What follows belongs to an exercise in optimizing a design on an open flow for small area, a short achievable clock period and few clock cycles; a production flow would make more cautious choices. No functional check of the RTL was part of any run shown here. Power is estimated from default activity; no workload was simulated.

**flow/flow/run.sh**
```bash
#!/bin/bash
# Standard layout, with smaller port buffers and a clock tree without dummy
# loads.  Each tool's output goes to a log file in this folder.
export BUFFER_PORTS_ARGS="-buffer_cell sky130_fd_sc_hd__buf_1"
export CTS_ARGS="-sink_clustering_enable -repair_clock_nets -dont_use_dummy_load -sink_clustering_size 20 -sink_clustering_max_diameter 100"
bash standard.sh > standard.log 2>&1
```
**flow/design.v**
```verilog
module glk_scrambler (
    input  wire        clk,
    input  wire        step,       
    input  wire        load,       
    input  wire [57:0] seed,
    output wire [9:0]  ks          
);
    reg  [57:0] state;
    wire [57:0] cur = load ? seed : state;
    assign ks = cur[57:48] ^ cur[38:29];
    always @(posedge clk)
        if (step)
            state <= {cur[47:0], ks};
endmodule
module glk_scrambler_ld (
    input  wire        clk,
    input  wire        step,       
    input  wire        load,       
    input  wire [57:0] seed,
    output wire [9:0]  ks          
);
    reg  [57:0] state;
    assign ks = state[57:48] ^ state[38:29];
    always @(posedge clk)
        if (load)
            state <= seed;
        else if (step)
            state <= {state[47:0], ks};
endmodule
module glk_rs_enc (
    input  wire       clk,
    input  wire       msg,
    input  wire       shift,
    input  wire       msg_n,
    input  wire [9:0] din_n,
    output wire [9:0] par_top
);
    function [9:0] gf10_mul;
        input [9:0] a;
        input [9:0] b;
        reg   [19:0] p;
        integer i;
        begin
            p = 20'd0;
            for (i = 0; i < 10; i = i + 1)
                if (b[i])
                    p = p ^ ({10'd0, a} << i);
            for (i = 19; i >= 10; i = i - 1)
                if (p[i])
                    p = p ^ (20'h00409 << (i - 10));
            gf10_mul = p[9:0];
        end
    endfunction
    localparam [349:0] GEN = {
        10'h366, 10'h3fc, 10'h352, 10'h15b, 10'h23d, 10'h0d7, 10'h066,
        10'h0a7, 10'h308, 10'h27d, 10'h0e9, 10'h1cc, 10'h132, 10'h175,
        10'h0cc, 10'h20d, 10'h242, 10'h37e, 10'h3e3, 10'h2fd, 10'h382,
        10'h2fd, 10'h2e3, 10'h0af, 10'h3df, 10'h07e, 10'h036, 10'h2f3,
        10'h04c, 10'h00e, 10'h37d, 10'h34c, 10'h0a9, 10'h0bb, 10'h07b
    };
    reg  [349:0] par;                     
    reg  [9:0]   fb;                      
    reg  [349:0] nxt;
    assign par_top = par[349:340];
    integer i;
    always @(*) begin
        nxt[9:0] = gf10_mul(fb, GEN[9:0]);
        for (i = 1; i < 35; i = i + 1)
            nxt[10*i +: 10] = par[10*(i-1) +: 10] ^ gf10_mul(fb, GEN[10*i +: 10]);
    end
    always @(posedge clk) begin
        if (msg | shift)
            par <= nxt;
        fb <= (din_n ^ ((msg | shift) ? nxt[349:340] : par[349:340])) & {10{msg_n}};
    end
endmodule
module glk_rs_syn (
    input  wire         clk,
    input  wire         en,
    input  wire         first,
    input  wire [9:0]   din,
    output wire [349:0] syn,      
    output wire [9:0]   zero
);
    function [9:0] gf10_mul;
        input [9:0] a;
        input [9:0] b;
        reg   [19:0] p;
        integer i;
        begin
            p = 20'd0;
            for (i = 0; i < 10; i = i + 1)
                if (b[i])
                    p = p ^ ({10'd0, a} << i);
            for (i = 19; i >= 10; i = i - 1)
                if (p[i])
                    p = p ^ (20'h00409 << (i - 10));
            gf10_mul = p[9:0];
        end
    endfunction
    localparam [349:0] ROOT = {
        10'h0d1, 10'h26c, 10'h136, 10'h09b, 10'h249, 10'h320, 10'h190,
        10'h0c8, 10'h064, 10'h032, 10'h019, 10'h208, 10'h104, 10'h082,
        10'h041, 10'h224, 10'h112, 10'h089, 10'h240, 10'h120, 10'h090,
        10'h048, 10'h024, 10'h012, 10'h009, 10'h200, 10'h100, 10'h080,
        10'h040, 10'h020, 10'h010, 10'h008, 10'h004, 10'h002, 10'h001
    };
    reg  [349:0] s;
    reg  [349:0] t;                       
    reg  [349:0] nxt;
    assign syn = s;
    integer j;
    always @(*)
        for (j = 0; j < 35; j = j + 1) begin
            t[10*j +: 10]   = gf10_mul(s[10*j +: 10], ROOT[10*j +: 10]);
            nxt[10*j +: 10] = (t[10*j +: 10] & {10{~first}}) ^ din;
        end
    reg  [9:0] all1, all0;
    integer k;
    always @(*)
        for (k = 0; k < 10; k = k + 1) begin
            all1[k] = 1'b1;
            all0[k] = 1'b1;
            for (j = 0; j < 35; j = j + 1) begin
                all1[k] = all1[k] &  t[10*j + k];
                all0[k] = all0[k] & ~t[10*j + k];
            end
        end
    assign zero = (din & all1) | (~din & all0);
    always @(posedge clk)
        if (en)
            s <= nxt;
endmodule
module glk_fec (
    input  wire         clk,
    input  wire         rst,
    input  wire         tx_in_valid,
    output wire         tx_in_ready,
    input  wire [9:0]   tx_in_data,
    input  wire         tx_in_reseed,
    input  wire [57:0]  tx_seed,
    output reg          tx_out_valid,
    output reg  [9:0]   tx_out_data,
    input  wire         rx_in_valid,
    input  wire [9:0]   rx_in_data,
    input  wire         rx_in_reseed,
    input  wire [57:0]  rx_seed,
    output reg          rx_out_valid,
    output reg  [9:0]   rx_out_data,
    output reg          rx_done,
    output wire         rx_ok,
    output wire [349:0] rx_syn
);
    localparam [8:0] N_MSG  = 9'd325;
    localparam [8:0] N_LAST = 9'd359;
    reg  [8:0] tx_cnt;
    reg        tx_rdy;
    reg        tx_fl;
    wire       tx_acc   = tx_in_valid & tx_rdy;
    wire       tx_step  = tx_acc | ~tx_rdy;
    wire       tx_load  = tx_acc & tx_in_reseed & (tx_cnt == 9'd0) & ~rst;
    wire [8:0] tx_cnxt  = (tx_cnt == N_LAST) ? 9'd0 : tx_cnt + 9'd1;
    wire [9:0] tx_ks;
    assign tx_in_ready = tx_rdy;
    reg        tx_v1;                     
    reg        tx_p1;                     
    reg        tx_o1;                     
    reg  [9:0] tx_d1;
    wire [9:0] tx_ptop;
    glk_scrambler_ld u_tx_scr (
        .clk  (clk),
        .step (tx_v1 | tx_p1),
        .load (tx_load),
        .seed (tx_seed),
        .ks   (tx_ks)
    );
    glk_rs_enc u_enc (
        .clk     (clk),
        .msg     (tx_v1),
        .shift   (tx_p1),
        .msg_n   (tx_acc & ~rst),
        .din_n   (tx_in_data),
        .par_top (tx_ptop)
    );
    always @(posedge clk) begin
        if (rst) begin
            tx_cnt       <= N_MSG;
            tx_rdy       <= 1'b0;
            tx_fl        <= 1'b1;
            tx_v1        <= 1'b0;
            tx_p1        <= 1'b0;
            tx_o1        <= 1'b0;
            tx_out_valid <= 1'b0;
        end else begin
            if (tx_step) begin
                tx_cnt <= tx_cnxt;
                tx_rdy <= (tx_cnxt < N_MSG);
                if (tx_cnt == N_LAST)
                    tx_fl <= 1'b0;
            end
            tx_v1        <= tx_acc;
            tx_p1        <= ~tx_rdy;
            tx_o1        <= tx_step & ~tx_fl;
            tx_out_valid <= tx_o1;
        end
        tx_d1       <= tx_in_data;
        tx_out_data <= (tx_p1 ? tx_ptop : tx_d1) ^ tx_ks;
    end
    reg  [8:0] rx_cnt;
    reg        rx_v1, rx_f1, rx_l1;
    reg  [4:0] rx_okr;                    
    wire       rx_first = (rx_cnt == 9'd0);
    wire       rx_load  = rx_in_valid & rx_in_reseed & rx_first;
    wire [9:0] rx_ks;
    wire [9:0] rx_zero;
    glk_scrambler u_rx_scr (
        .clk  (clk),
        .step (rx_in_valid),
        .load (rx_load),
        .seed (rx_seed),
        .ks   (rx_ks)
    );
    glk_rs_syn u_syn (
        .clk   (clk),
        .en    (rx_v1),
        .first (rx_f1),
        .din   (rx_out_data),
        .syn   (rx_syn),
        .zero  (rx_zero)
    );
    assign rx_ok = &rx_okr;
    always @(posedge clk) begin
        if (rst) begin
            rx_cnt       <= 9'd0;
            rx_out_valid <= 1'b0;
            rx_v1        <= 1'b0;
            rx_done      <= 1'b0;
        end else begin
            rx_out_valid <= rx_in_valid & (rx_cnt < N_MSG);
            rx_v1        <= rx_in_valid;
            rx_done      <= rx_v1 & rx_l1;
            if (rx_in_valid)
                rx_cnt <= (rx_cnt == N_LAST) ? 9'd0 : rx_cnt + 9'd1;
        end
        rx_f1       <= rx_first;
        rx_l1       <= (rx_cnt == N_LAST);
        rx_out_data <= rx_in_data ^ rx_ks;
        rx_okr      <= rx_zero[9:5] & rx_zero[4:0];
    end
endmodule
```
**flow/config.mk**
```make
export PLATFORM = sky130hd
export DESIGN_NAME = glk_fec
export DESIGN_NICKNAME = glk_fec
export VERILOG_FILES = /design/flow/design.v
export SDC_FILE = /design/flow/constraint.sdc
export NUM_CORES = 4
export LEC_CHECK = 0
export CAP_MARGIN = 20
export CORE_MARGIN = 2
export CORE_UTILIZATION = 40
export SETUP_SLACK_MARGIN = 2.9
export SLEW_MARGIN = 40
```
**flow/standard.sh**
```bash
#!/bin/bash
# synth_recipe.tcl (not shown) runs the flow's synth.tcl, then flattens the netlist and writes it again
# the make line also repeats each setting of config.mk as NAME=value (left out here)
make -C /OpenROAD-flow-scripts/flow DESIGN_CONFIG=/design/flow/config.mk WORK_HOME=/design/flow/orfs CLKGATE_MAP_FILE= SYNTH_SCRIPT=/design/flow/synth_recipe.tcl "${@:-finish}"
```
**flow/constraint.sdc**
```tcl
create_clock -name core_clock -period 5.5 [get_ports {clk}]
set_input_delay 1.1000 -clock core_clock [delete_from_list [all_inputs] [get_ports {clk}]]
set_output_delay 1.1000 -clock core_clock [all_outputs]
set_load 0.01 [all_outputs]
```
==> summary.txt, run 1 <==
Setup path
  • FF-to-FF Start: u_syn.s[279]$_DFFE_PP_
  • CP Launch Type: flop
  • Crit path cell chain: xor2_1 -> xnor2_1 -> buf_4 -> nor2_1 -> nand4_1 -> nor3_1 -> o2bb2a_4
  • Slowest-stage cell, CP: edfxtp_1
  • WP buf/inv: 1
  • Critical Path AT: 3490 ps
  • CP Capture Type: flop
  • Required @ worst endpoint: 6110 ps
  • CP peak stage delay: 520 ps
  • Setup CP Type: reg2reg
  • R2r worst-path depth: 7
  • Family with the most delay on the worst path: simple AND/OR/NAND/NOR gates
  • Setup slack, reg-to-reg: 2620 ps
  • R2r endpoint: rx_okr[4]$_DFF_P_
  • Critical path peak fanout: 3

Clocking
  • CTS Buffer Depth: 3
  • Cts hold-fix bufs: 0
  • Num CTS Buffers: 51
  • Clk sink count: 890
  • Root cell of the clock tree: clkbuf_16
  • Later-pin clock latency in the skew report: 680 ps
  • H-tree levels: 2
  • Worst-path clk slew: 100 ps
  • TritonCTS clock tree: done

Yosys
  • Most used DFF post-synth: edfxtp_1
  • Mean Syn Cell Area: 13.00 µm²
  • Seq cells post-synth: 890
  • Share of the synthesized area in the top cell type: 0.5179
  • Ys async rst share: 0
  • Most frequent cell after synthesis: xnor2_1
  • Post-Syn Instances: 3,639
  • Commonest cells in the netlist: 1,047 x xnor2_1, 816 x edfxtp_1, 598 x xor2_1, 297 x nor2_1, 109 x nand2b_1
  • Leading area contributor after synthesis: edfxtp_1
  • Netlist cell types: 52
  • Post-synth EDFFs: 816
  • Synthesis warning total: 5
  • Cell Area, Synth: 0.04731 mm²
  • Post-synthesis sequential area ratio: 0.5492
  • Synth Net Count: 3,785
  • Synth top area cells: edfxtp_1 52%, xnor2_1 19%, xor2_1 11%

Detailed routing
  • Total routed wirelength: 163,900 µm
  • Vias per std cell: 5.325
  • Antenna-violating nets left: 0
  • Total iterations of the first detailed-routing run: 8
  • Vias: 30,670
  • DR DRC count: 0
  • Wirelength per Cell: 28.47 µm
  • Initial DRC count: 3,679

Final layout
  • Sequential cell area: 0.02604 mm²
  • Post-Layout Cell Count: 5,759
  • Area Growth Syn to Fin: 15.68%
  • Fraction of layout cells with a size suffix above 1: 0.1177
  • Design area: 0.05473 mm²
  • Footprint of the multi-input gates: 0.02181 mm²
  • Layout net count: 4,370
  • FILL cells: 10,700

Power
  • Switching portion of total power: 0.3973
  • Switch Pwr: 12.47 mW
  • Clock share of power: 0.125
  • Maximum vdd drop: 0.0003848 V
  • Logic pwr share: 0.464
  • Int Pwr: 18.92 mW
  • Sequential share of power: 0.411
  • Power per Cell Area: 573.5 mW/mm²
  • Leakage power total: 18.33 nW

Global route
  • Antenna violations before repair: 1
  • Largest net degree at the start of global routing: 148
  • First-pass GRT wire length: 225,800 µm
  • Grt ovf: 0
  • GRT Resource Usage Total: 0.2625
  • Vias in the first global route: 29,350

STA
  • Pins over their slew limit: 0
  • Fmax achieved: 0.3473 GHz
  • Count of final setup violators: 0
  • Final Skew: 52.70 ps
  • Final hold violations: 0
  • Minimum clock period: 2879 ps
  • RSZ-0062 raised after global routing: yes
  • Tcrit/Tclk final: 0.5235
  • Slew @ Worst Pin: 949.8 ps
  • Worst slew margin: 0.3623
  • Fin worst setup slack: 2621 ps
  • Setup TNS: 0 ps

Min path
  • HP Start: tx_fl$_SDFFE_PP1P_
  • Hold Path Stages: 1
  • Hold EP: tx_o1$_SDFF_PP0_
  • Hold/Removal Path Class: reg2reg

Placed design
  • Placed Area: 0.05176 mm²
  • Number of port buffers: 516
  • GP Congestion: 0.9616
  • Pre-CTS setup slack: 2122 ps
  • Placed cell count: 5,630
  • Hpwl dp: 118,700 µm

Floorplanning
  • DIE AREA: 0.1210 mm²
  • I/O pin cnt: 517
  • Core ar.: 0.1176 mm²
  • Initial Util: 0.4023
  • Core Rows: 126
  • Chip height: 347.9 µm
  • Die W: 347.9 µm

Job
  • Max-cap violation count: 0

Outcome
  • Status: complete, no violations
## cell usage in the layout, fill, tap and decap left out, types with 7 or more instances in the layout
cell / Yosys / final
nor2b_1: 7 / 7
xor2_2: 8 / 23
nor4_1: 64 / 57
clkbuf_16: 0 / 52
nand4_1: 87 / 87
nor2_1: 297 / 294
dfxtp_1: 74 / 53
mux2_2: 106 / 106
nand2_1: 52 / 50
a21oi_1: 9 / 9
nor3_1: 33 / 30
dfxtp_4: 0 / 11
xnor2_2: 11 / 57
xnor3_1: 12 / 12
buf_4: 6 / 128
nand3_1: 30 / 29
buf_1: 25 / 500
buf_12: 0 / 11
nand2b_1: 109 / 109
or3_1: 7 / 7
or4_1: 27 / 24
buf_2: 27 / 7
xnor2_4: 4 / 16
xor2_1: 598 / 569
buf_6: 1 / 12
xor2_4: 3 / 17
o21ai_0: 11 / 11
mux2i_1: 21 / 21
xnor2_1: 1047 / 989
and3_1: 10 / 9
edfxtp_1: 816 / 816
dfxtp_2: 0 / 10
## cell families (layout without fill, tap and decap cells)
group           count (synthesis)  after routing  synth area share
xor+xnor                     1686           1686            0.3224
flops                         890            890            0.5492
simple gates                  737            739           0.07865
buf+inv                       155            736           0.01365
mux                           127            127           0.02967
compound gates                 40             40          0.005369
fa+ha+maj                       4              4          0.001058
other cells                     0              1                 0
## power groups by stage
stage | sequential [mW] | clock [mW] | combinational, mW
after global routing | 13.1 | 4.18 | 15.4
final | 12.9 | 3.93 | 14.6
after floorplan | 12.5 | 0 | 9.32
after detailed placement | 13.0 | 0 | 13.7
after global placement | 13.0 | 0 | 13.4
after CTS | 12.9 | 4.00 | 14.2
## area by class of cell
cell class | count | share of cell area
Tap cell | 1536 | 0.03511
Timing Repair inverter | 1 | 0.0001600
Antenna cell | 1 | 0.00004572
Clock buffer | 51 | 0.02332
Inverter | 7 | 0.0009602
Multi-Input combinational cell | 2596 | 0.3984
Timing Repair Buffer | 677 | 0.06621
Sequential cell | 890 | 0.4758
## registers in the layout, indices dropped and copies added (netlist names), 5 cells and up
signal / cells
u_enc.fb: 10
rx_out_data: 10
tx_out_data: 10
u_tx_scr.state: 58
rx_cnt: 9
tx_d1: 10
u_rx_scr.state: 58
rx_okr: 5
tx_cnt: 9
u_enc.par: 350
u_syn.s: 350
## worst max-delay path by stage
stage,from,endpoint,depth (start not counted),slack [ps]
3_3_place_gp,u_enc.fb[5]$_DFF_P_,u_enc.par[43]$_DFFE_PN_,4,1930
3_5_place_dp,rst,u_tx_scr.state[10]$_DFFE_PP_,7,2120
4_1_cts,u_syn.s[122]$_DFFE_PP_,rx_okr[4]$_DFF_P_,6,2740
6_report,u_syn.s[279]$_DFFE_PP_,rx_okr[4]$_DFF_P_,7,2620
5_1_grt,u_syn.s[126]$_DFFE_PP_,rx_okr[4]$_DFF_P_,6,2730
2_1_floorplan,rx_v1$_SDFF_PP0_,u_syn.s[0]$_DFFE_PP_,0,2410
## per-stage QoR
stage / hold WS [ps] / power, mW / utilization
after floorplan: 390.9 / 21.82 / -
after global placement: 424.3 / 26.45 / 0.4377
after detailed placement: 425.1 / 26.74 / 0.4401
after CTS: 444.3 / 31.10 / 0.4606
after global routing: 461.4 / 32.64 / 0.4653
final: 445.1 / 31.39 / 0.4654
## layer usage
layer  part of all wire  vias up  GRT usage  wire length [µm]
li1                   -    13500          -                 -
met1               0.40    15400     0.3435             64800
met2               0.47     1481     0.4280             77550
met3              0.081      287    0.04275             13210
met4              0.051        2     0.1191              8366
met5           0.000079        -          0                13
## what timing repair did
action,CTS,global route
pin swaps,19,11
resized for setup,110,57
cloned,7,1
setup buffers,50,18
setup endpoints to repair,532,77
==> run 2, diff against run 1 <==
--- a/flow/design.v
+++ b/flow/design.v
@@ -209,4 +209,5 @@
     reg  [8:0] rx_cnt;
+    reg  [9:0] rx_d1;
     reg        rx_v1, rx_f1, rx_l1;
-    reg  [4:0] rx_okr;                    
+    reg  [9:0] rx_okr;                    
     wire       rx_first = (rx_cnt == 9'd0);
@@ -226,3 +227,3 @@
         .first (rx_f1),
-        .din   (rx_out_data),
+        .din   (rx_d1),
         .syn   (rx_syn),
@@ -247,4 +248,5 @@
         rx_out_data <= rx_in_data ^ rx_ks;
-        rx_okr      <= rx_zero[9:5] & rx_zero[4:0];
-    end
-endmodule
+        rx_d1       <= (rx_in_data ^ rx_ks) & {10{rx_in_valid}};
+        rx_okr      <= rx_zero;
+    end
+endmodule
==> run 2 against run 1 <==
Still clean. Wire length shrank 1.6%. Maximum frequency up 4.9%. Clock power is 2% higher.
==> summary.txt, run 2 <==
Placed design
  • Pre-CTS setup slack: 1851 ps (-271.3 ps)
  • GP Congestion: 0.9346 (-2.8%)
  • Number of port buffers: 516 (unchanged)
  • Hpwl dp: 118,400 µm (-0.27%)
  • Placed Area: 0.05183 mm² (+0.13%)

Floorplanning
  • DIE AREA: 0.1214 mm² (+0.27%)
  • Initial Util: 0.4023 (about the same)
  • Die W: 348.4 µm (+0.14%)
  • Core Rows: 126 (unchanged)
  • Chip height: 348.4 µm (+0.14%)
  • I/O pin cnt: 517 (unchanged)
  • Core ar.: 0.1179 mm² (+0.27%)

Detailed routing
  • Total routed wirelength: 161,300 µm (-1.6%)
  • Antenna-violating nets left: 0 (unchanged)
  • Total iterations of the first detailed-routing run: 18 (+10)
  • Initial DRC count: 3,674 (-0.14%)
  • Wirelength per Cell: 28.10 µm (-1.3%)
  • DR DRC count: 0 (unchanged)
  • Vias per std cell: 5.315 (-0.18%)
  • Vias: 30,520 (-0.48%)

STA
  • Tcrit/Tclk final: 0.4990 (-0.02451)
  • Worst slew margin: 0.4106 (+0.04827)
  • Final Skew: 54.47 ps (+1.768 ps)
  • Final hold violations: 0 (unchanged)
  • Count of final setup violators: 0 (unchanged)
  • Slew @ Worst Pin: 884.2 ps (-65.58 ps)
  • Pins over their slew limit: 0 (unchanged)
  • Fmax achieved: 0.3643 GHz (+4.9%)
  • RSZ-0062 raised after global routing: yes
  • Setup TNS: 0 ps (unchanged)
  • Fin worst setup slack: 2755 ps (+134.8 ps)
  • Minimum clock period: 2745 ps (-134.8 ps)

Setup path
  • Crit path cell chain: nand4_1 -> nor3_4 -> buf_2
  • Setup CP Type: reg2out
  • Slowest-stage cell, CP: dfxtp_2
  • Required @ worst endpoint: 4400 ps (-1710 ps)
  • CP Launch Type: flop
  • Critical Path AT: 1640 ps (-1850 ps)
  • Critical path peak fanout: 1 (-2)
  • CP peak stage delay: 370 ps (-150 ps)
  • CP Capture Type: output pin

Clocking
  • H-tree levels: 2 (unchanged)
  • Worst-path clk slew: 90 ps (about the same)
  • Root cell of the clock tree: clkbuf_16
  • Clk sink count: 905 (+1.7%)
  • TritonCTS clock tree: done
  • Later-pin clock latency in the skew report: 680 ps (about the same)
  • CTS Buffer Depth: 3 (unchanged)
  • Num CTS Buffers: 52 (+2.0%)

Yosys
  • Most frequent cell after synthesis: xnor2_1
  • Synth Net Count: 3,771 (-0.37%)
  • Commonest cells in the netlist: 1,013 x xnor2_1, 816 x edfxtp_1, 619 x xor2_1, 302 x nor2_1, 106 x mux2_2
  • Netlist cell types: 51 (-1.9%)
  • Post-synthesis sequential area ratio: 0.5541 (+0.004838)
  • Post-Syn Instances: 3,625 (-0.38%)
  • Synthesis warning total: 5 (unchanged)
  • Most used DFF post-synth: edfxtp_1
  • Synth top area cells: edfxtp_1 52%, xnor2_1 19%, xor2_1 11%
  • Ys async rst share: 0 (unchanged)
  • Cell Area, Synth: 0.04744 mm² (+0.27%)
  • Mean Syn Cell Area: 13.09 µm² (+0.66%)
  • Leading area contributor after synthesis: edfxtp_1
  • Share of the synthesized area in the top cell type: 0.5165 (-0.001407)
  • Post-synth EDFFs: 816 (unchanged)
  • Seq cells post-synth: 905 (+1.7%)

Global route
  • Largest net degree at the start of global routing: 168 (+14%)
  • Grt ovf: 0 (unchanged)
  • Antenna violations before repair: 3 (+2)
  • Vias in the first global route: 29,320 (-0.12%)
  • GRT Resource Usage Total: 0.2580 (-0.004537)
  • First-pass GRT wire length: 222,800 µm (-1.4%)

Power
  • Switch Pwr: 10.93 mW (-12%)
  • Clock share of power: 0.139 (+0.014)
  • Power per Cell Area: 526.6 mW/mm² (-8.2%)
  • Switching portion of total power: 0.3799 (-0.01741)
  • Sequential share of power: 0.436 (+0.025)
  • Leakage power total: 18.78 nW (+2.4%)
  • Int Pwr: 17.85 mW (-5.7%)
  • Maximum vdd drop: 0.0005038 V (+31%)
  • Logic pwr share: 0.425 (-0.039)

Final layout
  • Most common cell after layout, fill and taps aside: xnor2_1
  • Design area: 0.05465 mm² (-0.14%)
  • Area Growth Syn to Fin: 15.21%
  • Most frequent cells in the layout: 964 x xnor2_1, 816 x edfxtp_1, 586 x xor2_1, 509 x buf_1, 302 x nor2_1
  • Final Core Density: 0.4635 (-0.001902)
  • Top flop regs: u_enc.par x350, u_syn.s x350
  • Fraction of layout cells with a size suffix above 1: 0.1161 (-0.001637)
  • Layout net count: 4,352 (-0.41%)

Min path
  • Hold/Removal Path Class: reg2reg

Job
  • Max-cap violation count: 0 (unchanged)

Outcome
  • Status: complete, no violations
[run 2: cell count changes in the layout (fill, tap and decap cells not counted), sizes merged, moves of 4 or more]
cell | before | now
nand2b | 109 | 104
o21ai | 17 | 6
nand2 | 52 | 41
dfxtp | 74 | 89
nor3 | 34 | 22
and2 | 3 | 13
mux2i | 21 | 31
nand3 | 30 | 22
bufbuf | 4 | 0
xnor2 | 1062 | 1026
xor2 | 609 | 634
nor2 | 297 | 302
[run 2: per-stage QoR]
stage | total power [mW] | hold slack (ps) | std cells
detailed placement | 24.22 | 410.5 | 5630
floorplan | 20.08 | 398.3 | 3625
global placement | 24.03 | 407.5 | 5627
CTS | 28.62 | 423.2 | 5719
global route | 29.94 | 462.8 | 5740
finish | 28.78 | 423.6 | 5742
[run 2: layer usage]
metal  wire [µm]  GRT usage  part of all wire  vias up
li1            -          -                 -    13430
met4        8147     0.1179             0.050        4
met3       11350    0.03267             0.070      277
met1       64190     0.3359              0.40    15460
met2       77630     0.4295              0.48     1344
met5          23          0           0.00014        -
[run 2: kinds of logic after synthesis]
group / count (synthesis) / share of synthesized area
AO/OA/AOI/OAI: 32 / 0.004748
AND/OR/NAND/NOR: 723 / 0.07767
multiplexers: 137 / 0.03170
adder cells (fa/ha/maj): 4 / 0.001055
flip-flops: 905 / 0.5541
XOR/XNOR: 1669 / 0.3166
buffers and inverters: 155 / 0.01414
[run 2: path summary, 6_finish.rpt]
check / slack (ps) / startpoint / depth (start not counted) / endpoint
worst max-delay path: 2760 / rx_okr[3]$_DFF_P_ / 3 / rx_ok
worst min-delay path: 420 / rx_l1$_DFF_P_ / 2 / rx_done$_SDFF_PP0_
worst max register to register: 2830 / rx_d1[9]$_DFF_P_ / 5 / rx_okr[9]$_DFF_P_
worst min register to register: 420 / rx_l1$_DFF_P_ / 2 / rx_done$_SDFF_PP0_
[run 2: final cells by class]
type	instances	area, µm²
inverters	7	33.78
clock buffers	52	1301
repair buffers	674	3432
flip-flops and latches	905	26340
multi-input cells	2566	21620
diodes	2	5.005
fillers	10820	63270
well taps	1536	1922
[run 2: what timing repair did]
item / in CTS / in global routing
pin swaps: 19 / 11
hold buffers: 0 / 0
setup endpoints to repair: 699 / 169
resized for setup: 103 / 54
buffers inserted: 36 / 19
gates cloned: 1 / 1
[run 2: power groups by stage]
stage	Clock (mW)	Sequential [mW]	Combinational (mW)
finish	4.00	12.6	12.2
global route	4.27	12.7	13.0
CTS	4.08	12.5	12.0
detailed placement	0	12.6	11.6
global placement	0	12.6	11.4
floorplan	0	12.2	7.88
[run 2: critical path: cells and delay by family, from the launching register on]
family        cells  cell delay, ps
buf+inv           1             170
flops             1             370
simple gates      2             420
==> run 3, diff against run 2 <==
--- a/flow/design.v
+++ b/flow/design.v
@@ -62,3 +62,5 @@
     reg  [9:0]   fb;                      
+    reg  [9:0]   fb_lo;                   
     reg  [349:0] nxt;
+    wire [9:0]   top_n;                   
     assign par_top = par[349:340];
@@ -66,6 +68,9 @@
     always @(*) begin
-        nxt[9:0] = gf10_mul(fb, GEN[9:0]);
-        for (i = 1; i < 35; i = i + 1)
+        nxt[9:0] = gf10_mul(fb_lo, GEN[9:0]);
+        for (i = 1; i < 17; i = i + 1)
+            nxt[10*i +: 10] = par[10*(i-1) +: 10] ^ gf10_mul(fb_lo, GEN[10*i +: 10]);
+        for (i = 17; i < 35; i = i + 1)
             nxt[10*i +: 10] = par[10*(i-1) +: 10] ^ gf10_mul(fb, GEN[10*i +: 10]);
     end
+    assign top_n = (msg | shift) ? nxt[349:340] : par[349:340];
     always @(posedge clk) begin
@@ -73,3 +78,4 @@
             par <= nxt;
-        fb <= (din_n ^ ((msg | shift) ? nxt[349:340] : par[349:340])) & {10{msg_n}};
+        fb    <= (din_n ^ top_n) & {10{msg_n}};
+        fb_lo <= (din_n & {10{msg_n}}) ^ (top_n & {10{msg_n}});
     end
@@ -211,3 +217,3 @@
     reg        rx_v1, rx_f1, rx_l1;
-    reg  [9:0] rx_okr;                    
+    reg  [4:0] rx_okr;                    
     wire       rx_first = (rx_cnt == 9'd0);
@@ -249,4 +255,4 @@
         rx_d1       <= (rx_in_data ^ rx_ks) & {10{rx_in_valid}};
-        rx_okr      <= rx_zero;
-    end
-endmodule
+        rx_okr      <= rx_zero[9:5] & rx_zero[4:0];
+    end
+endmodule
==> run 3 against run 2 <==
Worst setup slack improved by 90 ps. Critical path depth grew 4. Cell area is 1.7% higher. Clock power is 2% higher. Sequential share of layout area fell by 0.64 points. Wire length down 1.6%. Cell count is 3.4% higher. First-iteration DRC count grew 3.0%. Global-route usage is 0.81 points lower. Worst hold slack improved by 1.4 ps. Clock skew rose by 49 ps. Non-clock buffer count up 1. Critical endpoint is now rx_okr[0]$_DFF_P_.
==> summary.txt, run 3 <==
Detailed routing
  • Antenna-violating nets left: 0 (unchanged)
  • Vias per std cell: 5.261 (-1.0%)
  • Wirelength per Cell: 26.74 µm (-4.8%)
  • DR DRC count: 0 (unchanged)
  • Vias: 31,240 (+2.3%)
  • Total iterations of the first detailed-routing run: 5 (-13)
  • Initial DRC count: 3,786 (+3.0%)
  • Total routed wirelength: 158,700 µm (-1.6%)

Yosys
  • Ys async rst share: 0 (unchanged)
  • Cell Area, Synth: 0.04820 mm² (+1.6%)
  • Leading area contributor after synthesis: edfxtp_1
  • Commonest cells in the netlist: 1,088 x xnor2_1, 816 x edfxtp_1, 610 x xor2_1, 312 x nor2_1, 125 x nand2b_1
  • Synth Net Count: 3,881 (+2.9%)
  • Share of the synthesized area in the top cell type: 0.5083 (-0.008205)
  • Mean Syn Cell Area: 12.91 µm² (-1.4%)
  • Netlist cell types: 49 (-3.9%)
  • Synthesis warning total: 5 (unchanged)
  • Most frequent cell after synthesis: xnor2_1
  • Post-synthesis sequential area ratio: 0.5474 (-0.006725)
  • Post-synth EDFFs: 816 (unchanged)
  • Seq cells post-synth: 910 (+0.55%)
  • Synth top area cells: edfxtp_1 51%, xnor2_1 20%, xor2_1 11%
  • Post-Syn Instances: 3,735 (+3.0%)
  • Most used DFF post-synth: edfxtp_1

Min path
  • HP Start: tx_fl$_SDFFE_PP1P_
  • Hold/Removal Path Class: reg2reg
  • Hold Path Stages: 1 (-1)
  • Hold EP: tx_o1$_SDFF_PP0_

Floorplanning
  • Core Rows: 127 (+0.79%)
  • Core ar.: 0.1198 mm² (+1.6%)
  • Chip height: 351.2 µm (+0.80%)
  • I/O pin cnt: 517 (unchanged)
  • Initial Util: 0.4023 (about the same)
  • DIE AREA: 0.1233 mm² (+1.6%)
  • Die W: 351.2 µm (+0.80%)

STA
  • Minimum clock period: 2655 ps (-90.16 ps)
  • Pins over their slew limit: 0 (unchanged)
  • Setup TNS: 0 ps (unchanged)
  • Worst slew margin: 0.3850 (-0.02558)
  • Fmax achieved: 0.3767 GHz (+3.4%)
  • Slew @ Worst Pin: 915.5 ps (+31.33 ps)
  • Tcrit/Tclk final: 0.4826 (-0.01639)
  • Count of final setup violators: 0 (unchanged)
  • Final Skew: 103.6 ps (+49.14 ps)
  • RSZ-0062 raised after global routing: yes
  • Final hold violations: 0 (unchanged)

Setup path
  • CP Launch Type: flop
  • R2r endpoint: rx_okr[0]$_DFF_P_
  • R2r worst-path depth: 7 (+2)
  • Setup slack, reg-to-reg: 2850 ps (+20 ps)
  • FF-to-FF Start: u_syn.s[312]$_DFFE_PP_
  • CP Capture Type: flop
  • Critical Path AT: 3270 ps (+1630 ps)
  • Setup CP Type: reg2reg
  • Critical path peak fanout: 4 (+3)
  • Required @ worst endpoint: 6120 ps (+1720 ps)

Clocking
  • H-tree levels: 2 (unchanged)
  • TritonCTS clock tree: done
  • Cts hold-fix bufs: 0 (unchanged)
  • Later-pin clock latency in the skew report: 690 ps (about the same)
  • Clk sink count: 910 (+0.55%)
  • CTS Buffer Depth: 3 (unchanged)
  • Root cell of the clock tree: clkbuf_16
  • Num CTS Buffers: 54 (+3.8%)
  • Worst-path clk slew: 90 ps (about the same)

Final layout
  • Inserted Diodes: 0 (-2)
  • Most common cell after layout, fill and taps aside: xnor2_1
  • Layout net count: 4,473 (+2.8%)
  • Fraction of layout cells with a size suffix above 1: 0.1077 (-0.008334)
  • Most frequent cells in the layout: 1,040 x xnor2_1, 816 x edfxtp_1, 590 x xor2_1, 486 x buf_1, 310 x nor2_1
  • Final Core Density: 0.4639 (about the same)
  • Top flop regs: u_enc.par x350, u_syn.s x350
  • Area Growth Syn to Fin: 15.30% (about the same)
  • Post-Layout Cell Count: 5,937 (+3.4%)

Job
  • Max-cap violation count: 0 (unchanged)

Placed design
  • GP Congestion: 0.9633 (+3.1%)
  • Hpwl dp: 113,900 µm (-3.8%)
  • Placed cell count: 5,809 (+3.2%)
  • Number of port buffers: 516 (unchanged)

Global route
  • Antenna violations before repair: 5 (+2)
  • Grt ovf: 0 (unchanged)
  • GRT Resource Usage Total: 0.2499 (-0.008097)
  • Largest net degree at the start of global routing: 191 (+14%)
  • Vias in the first global route: 29,630 (+1.1%)
  • First-pass GRT wire length: 220,200 µm (-1.2%)

Power
  • Maximum vdd drop: 0.0002774 V (-45%)
  • Leakage power total: 19.02 nW (+1.3%)
  • Power per Cell Area: 515.7 mW/mm² (-2.1%)

Outcome
  • Status: complete, no violations
==> run 3: cell count changes in the layout (fill, tap and decap cells not counted), sizes merged, moves of 8 or more <==
cell	change
xnor2	+75
nand2b	+21
nand3	+14
a21oi	+11
mux2	-10
nor2	+10
nand2	+8
==> run 3: logic make-up after synthesis <==
| family | count (synthesis) | synth area share |
|---|---|---|
| AO/OA/AOI/OAI | 40 | 0.005062 |
| buffers and inverters | 152 | 0.01269 |
| multiplexers | 127 | 0.02886 |
| adder cells (fa/ha/maj) | 4 | 0.001038 |
| flip-flops | 910 | 0.5474 |
| AND/OR/NAND/NOR | 763 | 0.08020 |
| XOR/XNOR | 1739 | 0.3248 |
==> run 3: cell type report <==
cell class | instances | area, µm²
Tap cell | 1612 | 2017
Inverter | 8 | 56.30
Fill cell | 11050 | 64230
Sequential cell | 910 | 26420
Timing Repair inverter | 1 | 8.758
Timing Repair Buffer | 675 | 3428
Multi-Input combinational cell | 2677 | 22290
Clock buffer | 54 | 1351
==> run 3: power by group <==
group          leakage (nW)  total (mW)  internal, mW  switching [mW]
clock network         0.665        4.06          1.74            2.32
registers              8.62        12.4          11.0            1.40
logic                  9.73        12.2          5.21            6.98
==> run 3: per-layer routing <==
| layer | vias to the layer above | global-route usage | wire length (µm) |
|---|---|---|---|
| met5 | - | 0 | 53 |
| met4 | 6 | 0.08547 | 6048 |
| met3 | 235 | 0.06208 | 16850 |
| met2 | 1565 | 0.3707 | 68470 |
| met1 | 15650 | 0.3553 | 67310 |
| li1 | 13790 | - | - |
==> run 3: worst max path at each step <==
stage,cells past startpoint,startpoint,endpoint
floorplan,0,rx_v1$_SDFF_PP0_,u_syn.s[0]$_DFFE_PP_
global route,2,u_syn.s[322]$_DFFE_PP_,rx_syn[322]
detailed placement,8,rst,u_tx_scr.state[53]$_DFFE_PP_
CTS,6,u_enc.fb[7]$_DFF_P_,u_enc.par[333]$_DFFE_PN_
global placement,8,rst,u_tx_scr.state[11]$_DFFE_PP_
finish,7,u_syn.s[312]$_DFFE_PP_,rx_okr[0]$_DFF_P_
==> run 3: timing repair <==
action,CTS,global route
buffers inserted,28,37
resized for setup,91,63
pin swaps,15,19
gates cloned,5,0
endpoints found under the setup margin,537,155
==> run 3: worst max-delay path, stage by stage (launching register included) <==
cell and delay (ps):
edfxtp_1 520, xnor2_1 250, xnor2_1 140, buf_4 230, nand4_1 310, or4_4 640
or3_1 370, a22oi_2 150
==> run 3: per-stage QoR <==
stage                     setup slack (ps)  cell area, µm²  total power, mW  hold WS [ps]
final                                 2845           55580            28.66         424.9
after floorplan                       2413           48270            20.42         390.9
after global placement                1628           52400            23.97         404.6
after global routing                  2789           55580            30.00         457.9
after CTS                             2898           54700            28.48         423.7
after detailed placement              1581           52620            24.20         411.2

[static timing again, ports no longer ideal]
In the flow no input, the clock included, has a driving cell. The finished layouts below were timed again as built, in two steps.
Step 1 (the two cells are an assumption about what drives the block):
set clk [get_ports {clk}]
set_driving_cell -lib_cell sky130_fd_sc_hd__clkbuf_16 $clk
set_driving_cell -lib_cell sky130_fd_sc_hd__buf_2 [delete_from_list [all_inputs] $clk]
Step 2 also shifts input and output timing later by t, the mid clock arrival at the registers, as if the neighbouring blocks saw the same clock.
Three values: no drivers, after step 1, after step 2; two values: the first two.
| run | shift t [ns] | slack for setup (ns) | latest minus earliest clock arrival (ns) | worst data-port slew with drivers (ns) |
|---|---|---|---|---|
| run 1 | 0.734 | 2.621 / 2.621 / 2.403 | 0.055 / 0.055 | 0.09 |
| run 2 | 0.730 | 2.755 / 2.686 / 2.353 | 0.064 / 0.065 | 0.10 |
| run 3 | 0.713 | 2.845 / 2.790 / 2.336 | 0.118 / 0.118 | 0.10 |
After both steps setup and hold are still met in every run listed. The setup slack of run 3, which loses most, moves by -0.055 ns with the drivers and by -0.509 ns with both steps.
